From an optimization exercise on the open Yosys and OpenROAD flow, aimed at small area and a short achievable clock period; shortcuts taken in it are not production practice. Only simulation tests tie the RTL to the original design; equivalence was not proved. Power is estimated from default activity; no workload was simulated.

## design/flow/design.v

```verilog
module trotha_channel (
    input  wire        clk,
    input  wire        rst,
    input  wire        wr_en,
    input  wire        rd_en,
    input  wire [9:0]  addr,        
    input  wire [31:0] wdata,
    output reg  [31:0] rdata,
    input  wire        ch_in,
    input  wire        sync_in,
    output wire [31:0] count_o,
    output wire        dir_o,
    output wire        running_o,
    output reg  [3:0]  match_o,
    output reg         pend_o,
    output reg         peak_o,
    output wire        irq_o
);
    localparam [7:0] A_CTRL    = 8'h00;
    localparam [7:0] A_STATUS  = 8'h01;
    localparam [7:0] A_PRESC   = 8'h02;
    localparam [7:0] A_PERIOD  = 8'h03;
    localparam [7:0] A_COUNT   = 8'h04;
    localparam [7:0] A_PACT    = 8'h05;
    localparam [7:0] A_CMP0    = 8'h08;
    localparam [7:0] A_CMPCFG  = 8'h0C;
    localparam [7:0] A_CMPST   = 8'h0D;
    reg        en_q, mode_q, rpk_q, srst_q;
    reg [2:0]  src_q;
    reg [31:0] period_q, pa_q;
    reg [15:0] presc_q, psa_q, phase_q;
    reg [31:0] count_q;
    reg        dir_q;       
    reg        down_q;      
    reg        run_q;       
    reg        start_q;     
    reg [31:0] cmpw_q [0:3];
    reg [31:0] cmpa_q [0:3];
    reg [3:0]  pend_q;      
    reg [3:0]  enpre_q, livepre_q, enact_q, liveact_q;
    reg [3:0]  wtrig_q;     
    reg [3:0]  mwin_q;      
    reg        wrapf_q, cnterr_q, cfgref_q;
    reg [3:0]  matchf_q, dblf_q, behf_q;
    reg        in1_q, in2_q, in3_q;
    reg src_ev;
    always @(*) begin
        case (src_q)
            3'b001:  src_ev = in2_q & ~in3_q;
            3'b010:  src_ev = ~in2_q & in3_q;
            3'b011:  src_ev = in2_q ^ in3_q;
            3'b100:  src_ev = in2_q;
            3'b101:  src_ev = ~in2_q;
            default: src_ev = 1'b1;
        endcase
    end
    wire do_sync  = sync_in & srst_q & en_q & run_q;           
    wire do_start = start_q & ~do_sync;                        
    wire counting = run_q & ~start_q & ~do_sync;
    wire ev_cnt   = counting & src_ev;
    wire step     = ev_cnt & (phase_q >= psa_q);               
    reg [31:0] step_cnt;
    reg        step_pe, step_peak, step_dir, step_down;
    always @(*) begin
        step_pe   = 1'b0;
        step_peak = 1'b0;
        step_dir  = 1'b0;
        step_down = 1'b0;
        step_cnt  = count_q;
        if (!mode_q) begin
            if (count_q >= pa_q) begin
                step_cnt = 32'd0;
                step_pe  = 1'b1;
            end else begin
                step_cnt = count_q + 32'd1;
            end
        end else if (!down_q) begin
            step_cnt = count_q + 32'd1;
            if (count_q + 32'd1 >= pa_q) begin
                step_peak = 1'b1;
                step_down = 1'b1;
            end
        end else begin
            if (count_q <= 32'd1) begin
                step_cnt = 32'd0;
                step_pe  = 1'b1;
            end else begin
                step_cnt  = count_q - 32'd1;
                step_dir  = 1'b1;
                step_down = 1'b1;
            end
        end
    end
    wire pe_step   = step & step_pe;
    wire peak_step = step & step_peak;
    wire copy  = do_sync | do_start | pe_step | (peak_step & rpk_q);
    wire zstop = copy & (period_q == 32'd0);                    
    wire newpe = do_sync | do_start | pe_step;
    wire [31:0] pa_c   = copy ? period_q  : pa_q;
    wire [15:0] psa_c  = copy ? presc_q   : psa_q;
    wire [3:0]  enact_c   = copy ? enpre_q   : enact_q;
    wire [3:0]  liveact_c = copy ? livepre_q : liveact_q;
    wire [3:0]  pend_c    = copy ? 4'b0000   : pend_q;
    reg  [31:0] cmpa_c [0:3];
    integer i;
    always @(*) begin
        for (i = 0; i < 4; i = i + 1)
            cmpa_c[i] = (copy && pend_q[i]) ? cmpw_q[i] : cmpa_q[i];
    end
    reg [31:0] cnt_h;
    reg        dir_h, down_h, run_h;
    reg [15:0] phase_h;
    always @(*) begin
        cnt_h   = count_q;
        dir_h   = dir_q;
        down_h  = down_q;
        run_h   = run_q;
        phase_h = phase_q;
        if (zstop) begin
            cnt_h   = 32'd0;
            dir_h   = 1'b0;
            down_h  = 1'b0;
            run_h   = 1'b0;
            phase_h = 16'd0;
        end else if (do_sync) begin
            cnt_h   = 32'd0;
            dir_h   = 1'b0;
            down_h  = 1'b0;
            phase_h = 16'd0;
        end else if (do_start) begin
            dir_h   = mode_q & (count_q >= pa_c);
            down_h  = mode_q & (count_q >= pa_c);
            phase_h = 16'd0;
        end else if (ev_cnt) begin
            if (step) begin
                cnt_h   = step_cnt;
                dir_h   = step_dir;
                down_h  = step_down;
                phase_h = 16'd0;
            end else begin
                phase_h = phase_q + 16'd1;
            end
        end
    end
    wire trig = ~zstop & (do_sync | do_start | step);
    wire alive = run_h;
    wire newwin = newpe | (mode_q & dir_h & ~dir_q);
    reg [3:0] match_h;
    always @(*) begin
        for (i = 0; i < 4; i = i + 1)
            match_h[i] = alive & enact_c[i] & (cmpa_c[i] <= pa_c) &
                         ((trig & (cnt_h == cmpa_c[i])) | wtrig_q[i]);
    end
    wire [3:0] mwin_w = newwin ? 4'b0000 : mwin_q;
    wire [3:0] dbl_h  = match_h & mwin_w;                       
    wire [7:0] wa = addr[9:2];
    wire w_ctrl   = wr_en && wa == A_CTRL;
    wire w_status = wr_en && wa == A_STATUS;
    wire w_presc  = wr_en && wa == A_PRESC;
    wire w_period = wr_en && wa == A_PERIOD;
    wire w_count  = wr_en && wa == A_COUNT;
    wire w_cmpcfg = wr_en && wa == A_CMPCFG;
    wire w_cmpst  = wr_en && wa == A_CMPST;
    wire w_cmp    = wr_en && wa[7:2] == A_CMP0[7:2];
    wire [1:0] wx = wa[1:0];
    wire ctrl_chg = (wdata[4] != mode_q) | (wdata[10:8] != src_q) | (wdata[20] != rpk_q);
    wire ctrl_ref = w_ctrl & ctrl_chg & (en_q | wdata[0]);
    wire ctrl_ok  = w_ctrl & ~ctrl_ref;
    wire en_on    = ctrl_ok & wdata[0] & ~en_q;
    wire en_off   = ctrl_ok & ~wdata[0] & en_q;
    wire stopped  = ~run_h;
    wire cnt_ok   = w_count & stopped & (wdata <= pa_c);
    wire cnt_err  = w_count & ~cnt_ok;
    wire per_go   = w_period & stopped & en_q & (wdata != 32'd0);
    wire begin_run = per_go | (en_on & (pa_c != 32'd0));
    wire cmp_live = w_cmp & liveact_c[wx];
    wire cmp_cmp  = cmp_live & alive & (wdata <= pa_c);
    wire cmp_eq   = cmp_cmp & (wdata == cnt_h);
    wire cmp_beh  = cmp_cmp & ~(wdata == cnt_h) &
                    ((mode_q & dir_h) ? (wdata > cnt_h) : (wdata < cnt_h));
    wire [7:0] ra = addr[9:2];
    reg [31:0] rd_mux;
    always @(*) begin
        rd_mux = 32'd0;
        case (ra)
            A_CTRL:   rd_mux = {10'd0, srst_q, rpk_q, 9'd0, src_q, 3'd0, mode_q, 3'd0, en_q};
            A_STATUS: rd_mux = {24'd0, cfgref_q, cnterr_q, wrapf_q, 1'b0,
                                (pa_q == 32'd0), dir_q, run_q, 1'b0};
            A_PRESC:  rd_mux = {psa_q, presc_q};
            A_PERIOD: rd_mux = period_q;
            A_COUNT:  rd_mux = count_q;
            A_PACT:   rd_mux = pa_q;
            8'h08, 8'h09, 8'h0A, 8'h0B: rd_mux = cmpw_q[ra[1:0]];
            A_CMPCFG: rd_mux = {16'd0, liveact_q, enact_q, livepre_q, enpre_q};
            A_CMPST:  rd_mux = {20'd0, behf_q, dblf_q, matchf_q};
            8'h10, 8'h11, 8'h12, 8'h13: rd_mux = cmpa_q[ra[1:0]];
            default:  rd_mux = 32'd0;
        endcase
    end
    always @(posedge clk) begin
        if (rst) begin
            en_q <= 1'b0; mode_q <= 1'b0; rpk_q <= 1'b0; srst_q <= 1'b0;
            src_q <= 3'b000;
            period_q <= 32'd0; pa_q <= 32'd0;
            presc_q <= 16'd0; psa_q <= 16'd0; phase_q <= 16'd0;
            count_q <= 32'd0; dir_q <= 1'b0; down_q <= 1'b0;
            run_q <= 1'b0; start_q <= 1'b0;
            for (i = 0; i < 4; i = i + 1) begin
                cmpw_q[i] <= 32'd0;
                cmpa_q[i] <= 32'd0;
            end
            pend_q <= 4'b0; enpre_q <= 4'b0; livepre_q <= 4'b0;
            enact_q <= 4'b0; liveact_q <= 4'b0;
            wtrig_q <= 4'b0; mwin_q <= 4'b0;
            wrapf_q <= 1'b0; cnterr_q <= 1'b0; cfgref_q <= 1'b0;
            matchf_q <= 4'b0; dblf_q <= 4'b0; behf_q <= 4'b0;
            in1_q <= 1'b0; in2_q <= 1'b0; in3_q <= 1'b0;
            match_o <= 4'b0; pend_o <= 1'b0; peak_o <= 1'b0;
            rdata <= 32'd0;
        end else begin
            in1_q <= ch_in;
            in2_q <= in1_q;
            in3_q <= in2_q;
            pa_q      <= pa_c;
            psa_q     <= psa_c;
            enact_q   <= enact_c;
            liveact_q <= liveact_c;
            pend_q    <= pend_c;
            for (i = 0; i < 4; i = i + 1)
                cmpa_q[i] <= cmpa_c[i];
            count_q <= cnt_h;
            dir_q   <= dir_h;
            down_q  <= down_h;
            run_q   <= run_h;
            start_q <= 1'b0;
            phase_q <= phase_h;
            mwin_q  <= mwin_w | match_h;
            wtrig_q <= 4'b0;
            match_o <= match_h;
            pend_o  <= newpe & ~zstop;
            peak_o  <= peak_step & ~zstop;
            wrapf_q  <= (w_status & wdata[5] ? 1'b0 : wrapf_q) | newpe;
            cnterr_q <= (w_status & wdata[6] ? 1'b0 : cnterr_q) | cnt_err;
            cfgref_q <= (w_status & wdata[7] ? 1'b0 : cfgref_q) | ctrl_ref;
            matchf_q <= (matchf_q & ~(w_cmpst ? wdata[3:0]  : 4'b0)) | match_h;
            dblf_q   <= (dblf_q   & ~(w_cmpst ? wdata[7:4]  : 4'b0)) | dbl_h;
            behf_q   <= (behf_q   & ~(w_cmpst ? wdata[11:8] : 4'b0)) |
                        (cmp_beh ? (4'b0001 << wx) : 4'b0000);
            if (ctrl_ok) begin
                mode_q <= wdata[4];
                src_q  <= wdata[10:8];
                rpk_q  <= wdata[20];
                srst_q <= wdata[21];
                en_q   <= wdata[0];
            end
            if (en_off) begin                                    
                run_q   <= 1'b0;
                phase_q <= 16'd0;
                wtrig_q <= 4'b0;
            end
            if (w_presc) begin
                presc_q <= wdata[15:0];
                if (stopped)
                    psa_q <= wdata[15:0];
            end
            if (w_period) begin
                period_q <= wdata;
                if (stopped)
                    pa_q <= wdata;
            end
            if (begin_run) begin
                run_q   <= 1'b1;
                start_q <= 1'b1;
            end
            if (cnt_ok) begin
                count_q <= wdata;
                dir_q   <= 1'b0;
                down_q  <= 1'b0;
            end
            if (w_cmpcfg) begin
                enpre_q   <= wdata[3:0];
                livepre_q <= wdata[7:4];
                if (stopped) begin
                    enact_q   <= wdata[3:0];
                    liveact_q <= wdata[7:4];
                    pend_q    <= 4'b0;
                    for (i = 0; i < 4; i = i + 1)
                        if (pend_c[i])
                            cmpa_q[i] <= cmpw_q[i];
                end
            end
            if (w_cmp) begin
                cmpw_q[wx] <= wdata;
                if (cmp_live) begin
                    cmpa_q[wx] <= wdata;
                    pend_q[wx] <= 1'b0;
                    wtrig_q[wx] <= cmp_eq;
                end else if (stopped) begin
                    cmpa_q[wx] <= wdata;
                    pend_q[wx] <= 1'b0;
                end else begin
                    pend_q[wx] <= 1'b1;
                end
            end
            if (rd_en)
                rdata <= rd_mux;
        end
    end
    assign count_o   = count_q;
    assign dir_o     = dir_q;
    assign running_o = run_q;
    assign irq_o     = wrapf_q;
endmodule
```

## design/flow/run.sh

```bash
#!/bin/bash
# synth_recipe.tcl (not shown) runs the flow's synth.tcl, then flattens the netlist and writes it again
# the make line also repeats each setting of config.mk as NAME=value (left out here)
make -C /OpenROAD-flow-scripts/flow DESIGN_CONFIG=/design/flow/config.mk WORK_HOME=/design/flow/orfs CLKGATE_MAP_FILE= SYNTH_SCRIPT=/design/flow/synth_recipe.tcl finish
```

## design/flow/config.mk

```make
export PLATFORM = sky130hd
export DESIGN_NAME = trotha_channel
export DESIGN_NICKNAME = trotha_channel
export VERILOG_FILES = /design/flow/design.v
export SDC_FILE = /design/flow/constraint.sdc
export NUM_CORES = 4
export LEC_CHECK = 0
export CAP_MARGIN = 20
export CORE_MARGIN = 2
export CORE_UTILIZATION = 40
export PLACE_DENSITY = 0.6
export SLEW_MARGIN = 20
```

## design/flow/constraint.sdc

```tcl
create_clock -name core_clock -period 10.0 [get_ports {clk}]
set_input_delay 2.0000 -clock core_clock [delete_from_list [all_inputs] [get_ports {clk}]]
set_output_delay 2.0000 -clock core_clock [all_outputs]
set_load 0.01 [all_outputs]
```

==> impl_metrics.env <==
export IMPL_maxSlewViolCount=0
export IMPL_clockRootBuffer="clkbuf_16"
export IMPL_routed_via_density=6.85
export IMPL_crit_path_start_kind="register"
export IMPL_synth_simple_area_share_pct=22.5
export IMPL_synth_top_flop_cell="dfxtp_1"
export IMPL_cpMostUsedCell="nor2_1"
export IMPL_tns_ps=0
export IMPL_cpPeakStageDelay_ps=740
export IMPL_area_growth_pct=14.3
export IMPL_p_leak_uw=0.0175
export IMPL_post_route_cells_drive_above_1_share_pct=9.90
export IMPL_grt_overflow=0
export IMPL_crit_path_end_kind="register"
export IMPL_cts_buffers=60
export IMPL_place_ws_ps=1120
export IMPL_clock_latency_ps=720
export IMPL_ys_warn_count=2
export IMPL_grt_pass1_vias=36983
export IMPL_synthArstFlopShare_pct=0
export IMPL_grt_max_degree=86
export IMPL_die_w_um=313
export IMPL_fin_crit_ps=9260
export IMPL_ys_types=98
export IMPL_holdWs_ps=441
export IMPL_status="no timing/DRC/antenna violations"
export IMPL_synth_area_mux_share_pct=6.67
export IMPL_via_count=40063
export IMPL_fmax_ghz=0.108
export IMPL_ios=121
export IMPL_postCtsSetupBuffers=0
export IMPL_numPortBuffers=118
export IMPL_drt_initial_drc_count=6054
export IMPL_clockBufferDepth=3
export IMPL_maxCapViolations=0
export IMPL_cp_required_ps=10650
export IMPL_min_period_over_period_pct=92.6
export IMPL_die_area_um2=98000
export IMPL_total_power_uw=5140
export IMPL_peakVddDrop_uv=140
export IMPL_synth_area_top_cells="edfxtp_1 18%, dfxtp_1 14%, ha_1 10%"
export IMPL_antenna_left=0
export IMPL_final_setup_skew_ps=32.5
export IMPL_synth_compound_area_share_pct=22.7
export IMPL_arrival_ps=9900
export IMPL_synth_top_family_by_area="compound AO/OA/AOI/OAI gates"
export IMPL_worst_setup_path_type="register to register"
export IMPL_cts_tree="built"
export IMPL_synthCells=4407
export IMPL_slew_headroom_pct=17.9
export IMPL_cp_slowest_cell="nor4_1"
export IMPL_htreeDepth=2
export IMPL_rows=113
export IMPL_die_y_um=313
export IMPL_synth_edf_count=224
export IMPL_hold_path_class="register to register"
export IMPL_core_um2=94900
export IMPL_drtPass1Iterations=8
export IMPL_yosysSeqAreaShare_pct=31.8
export IMPL_setup_ws_ps=745
export IMPL_synth_area_um2=38200
export IMPL_hold_viol=0
export IMPL_synth_xor_area_share_pct=1.35
export IMPL_grt_pass1_wl_um=281000
export IMPL_post_place_cells=5730
export IMPL_final_cell_count_no_fill=5845
export IMPL_yosys_area_top_type="edfxtp_1"
export IMPL_start_util_pct=40.3
export IMPL_tightestPinTransition_ps=1220
export IMPL_route_detailed_drc=0
export IMPL_synthAdderAreaFrac_pct=10.1
export IMPL_gp_congestion=1.09
export IMPL_syn_avg_cell_area_um2=8.67
export IMPL_wirelength_um=202000
export IMPL_track_usage_pct=40.0
export IMPL_ys_seq_elements=495
export IMPL_post_drt_wl_per_cell_um=34.6
export IMPL_cts_clk_slew_worst_paths_ps=60
export IMPL_yosys_area_top_type_share_pct=17.6
export IMPL_dpl_hpwl_um=147000
export IMPL_rsz0062_at_grt="no"
export IMPL_cp_max_fo=46
export IMPL_cts_resized=0
export IMPL_power_density_nw_per_um2=118
export IMPL_cts_sinks=495
export IMPL_ctsHoldBuffers=0
export IMPL_finalSetupViolations=0
export IMPL_finalNetCount=4880
export IMPL_antenna_found_initial=7
==> metrics by stage <==
step	instance area (um2)	utilization [%]
final	43600	46.0
after global routing	43600	46.0
after CTS	43600	46.0
after detailed placement	41600	43.8
after global placement	41600	43.8
after floorplan	38500	-
==> layer usage <==
| layer | GRT usage [%] | vias up | share of wire [%] |
|---|---|---|---|
| met1 | 50.1 | 19228 | 37 |
| met3 | 12.3 | 803 | 13 |
| met4 | 27.3 | 4 | 8.7 |
| met2 | 59.1 | 3138 | 41 |
| met5 | 0 | - | 0.015 |
| li1 | - | 16890 | - |
==> power by group <==
| group | internal [uW] | switching, uW | leakage [uW] | total, uW |
|---|---|---|---|---|
| clock network | 1300 | 1020 | 0.000992 | 2330 |
| logic | 195 | 389 | 0.0122 | 584 |
| registers | 2170 | 53.1 | 0.00438 | 2220 |
| total | 3670 | 1470 | 0.0175 | 5140 |
==> synthesized netlist by cell type (46+ instances only) <==
master,number
inv_1,112
clkbuf_1,259
a21o_1,104
nor4_1,51
o21ai_0,142
buf_2,46
nand2_1,410
a22oi_1,125
and2_1,133
edfxtp_1,224
nand3_1,224
nor3_1,52
nand4_1,108
a211oi_1,49
dfxtp_1,271
o211ai_1,141
a21oi_1,356
mux4_2,65
mux2i_1,107
and3_1,108
nor2_1,288
ha_1,305
==> state kept, by name, indices dropped and copies added, names as in the netlist, 16 cells and up <==
| name | flops |
|---|---|
| cmpa_q | 128 |
| cmpw_q | 128 |
| count_q | 32 |
| pa_q | 32 |
| period_q | 32 |
| phase_q | 16 |
| presc_q | 16 |
| psa_q | 16 |
| rdata | 32 |
==> critical path, delay by kind of cell (launching register included) <==
kind	cells	cell delay (ps)
xor gates and xnor gates	1	90
and+or+nand+nor	12	4180
AOI/OAI and AO/OA	11	2960
buffers and inverters	2	590
adders and majority gates	2	640
DFF	1	650
==> final timing paths <==
path                                  from         to  slack (ps)  cells after the start
worst max-delay path            count_q[4]  dblf_q[3]         740                     28
worst min-delay path             mwin_q[1]  mwin_q[1]         440                      2
worst max register to register  count_q[4]  dblf_q[3]         740                     28
worst min register to register   mwin_q[1]  mwin_q[1]         440                      2
==> cells in the final DEF (no fill, tap or decap), types with 96 or more instances in the layout <==
| cell | netlist | layout |
|---|---|---|
| inv_1 | 112 | 112 |
| conb_1 | 1 | 96 |
| mux2i_1 | 107 | 107 |
| o211ai_1 | 141 | 141 |
| and3_1 | 108 | 108 |
| a21o_1 | 104 | 102 |
| nand3_1 | 224 | 222 |
| and2_1 | 133 | 131 |
| a22oi_1 | 125 | 125 |
| ha_1 | 305 | 305 |
| nand4_1 | 108 | 108 |
| dfxtp_1 | 271 | 267 |
| nand2_1 | 410 | 408 |
| clkdlybuf4s50_1 | 0 | 115 |
| a21oi_1 | 356 | 356 |
| edfxtp_1 | 224 | 224 |
| o21ai_0 | 142 | 142 |
| nor2_1 | 288 | 283 |
| buf_4 | 14 | 192 |
==> cells by family after synthesis <==
group                    count (synthesis)
AND/OR/NAND/NOR                       1641
AO/OA/AOI/OAI                         1267
multiplexers                           173
other                                    1
adder cells (fa/ha/maj)                308
flip-flops                             495
XOR/XNOR                                59
buffers and inverters                  463
==> area by class of cell <==
| class | count | area (um2) |
|---|---|---|
| clock inverter | 40 | 445 |
| fill | 9333 | 51200 |
| antenna | 3 | 7.51 |
| multi-input combinational | 3544 | 24700 |
| inverter | 112 | 420 |
| clock buffer | 72 | 1600 |
| tap | 1265 | 1580 |
| sequential | 495 | 12200 |
| timing repair buffer | 314 | 2730 |

==> re-timing with driven ports <==
Ports are ideal in the flow. The routed layout listed here was re-timed in OpenROAD.
Step 1 assumes that a clkbuf_16 drives the clock port and a buf_2 every other input.
Step 2 times the ports against the registers' clock, not the clock port: input delays grow and output delays shrink by t, the midpoint of the rising clock arrivals with the driver on.
a / b / c = no drivers / after step 1 / after step 2; a / b = the first two.
shift t [ns]: 0.775
setup slack, ns: 0.745 / 0.745 / 0.745
slew at the worst register clock pin (ns): 0.07 / 0.07
After both steps this run still meets setup and hold. For this run, drivers alone change the setup slack by 0.000 ns; drivers and shift together by 0.000 ns.
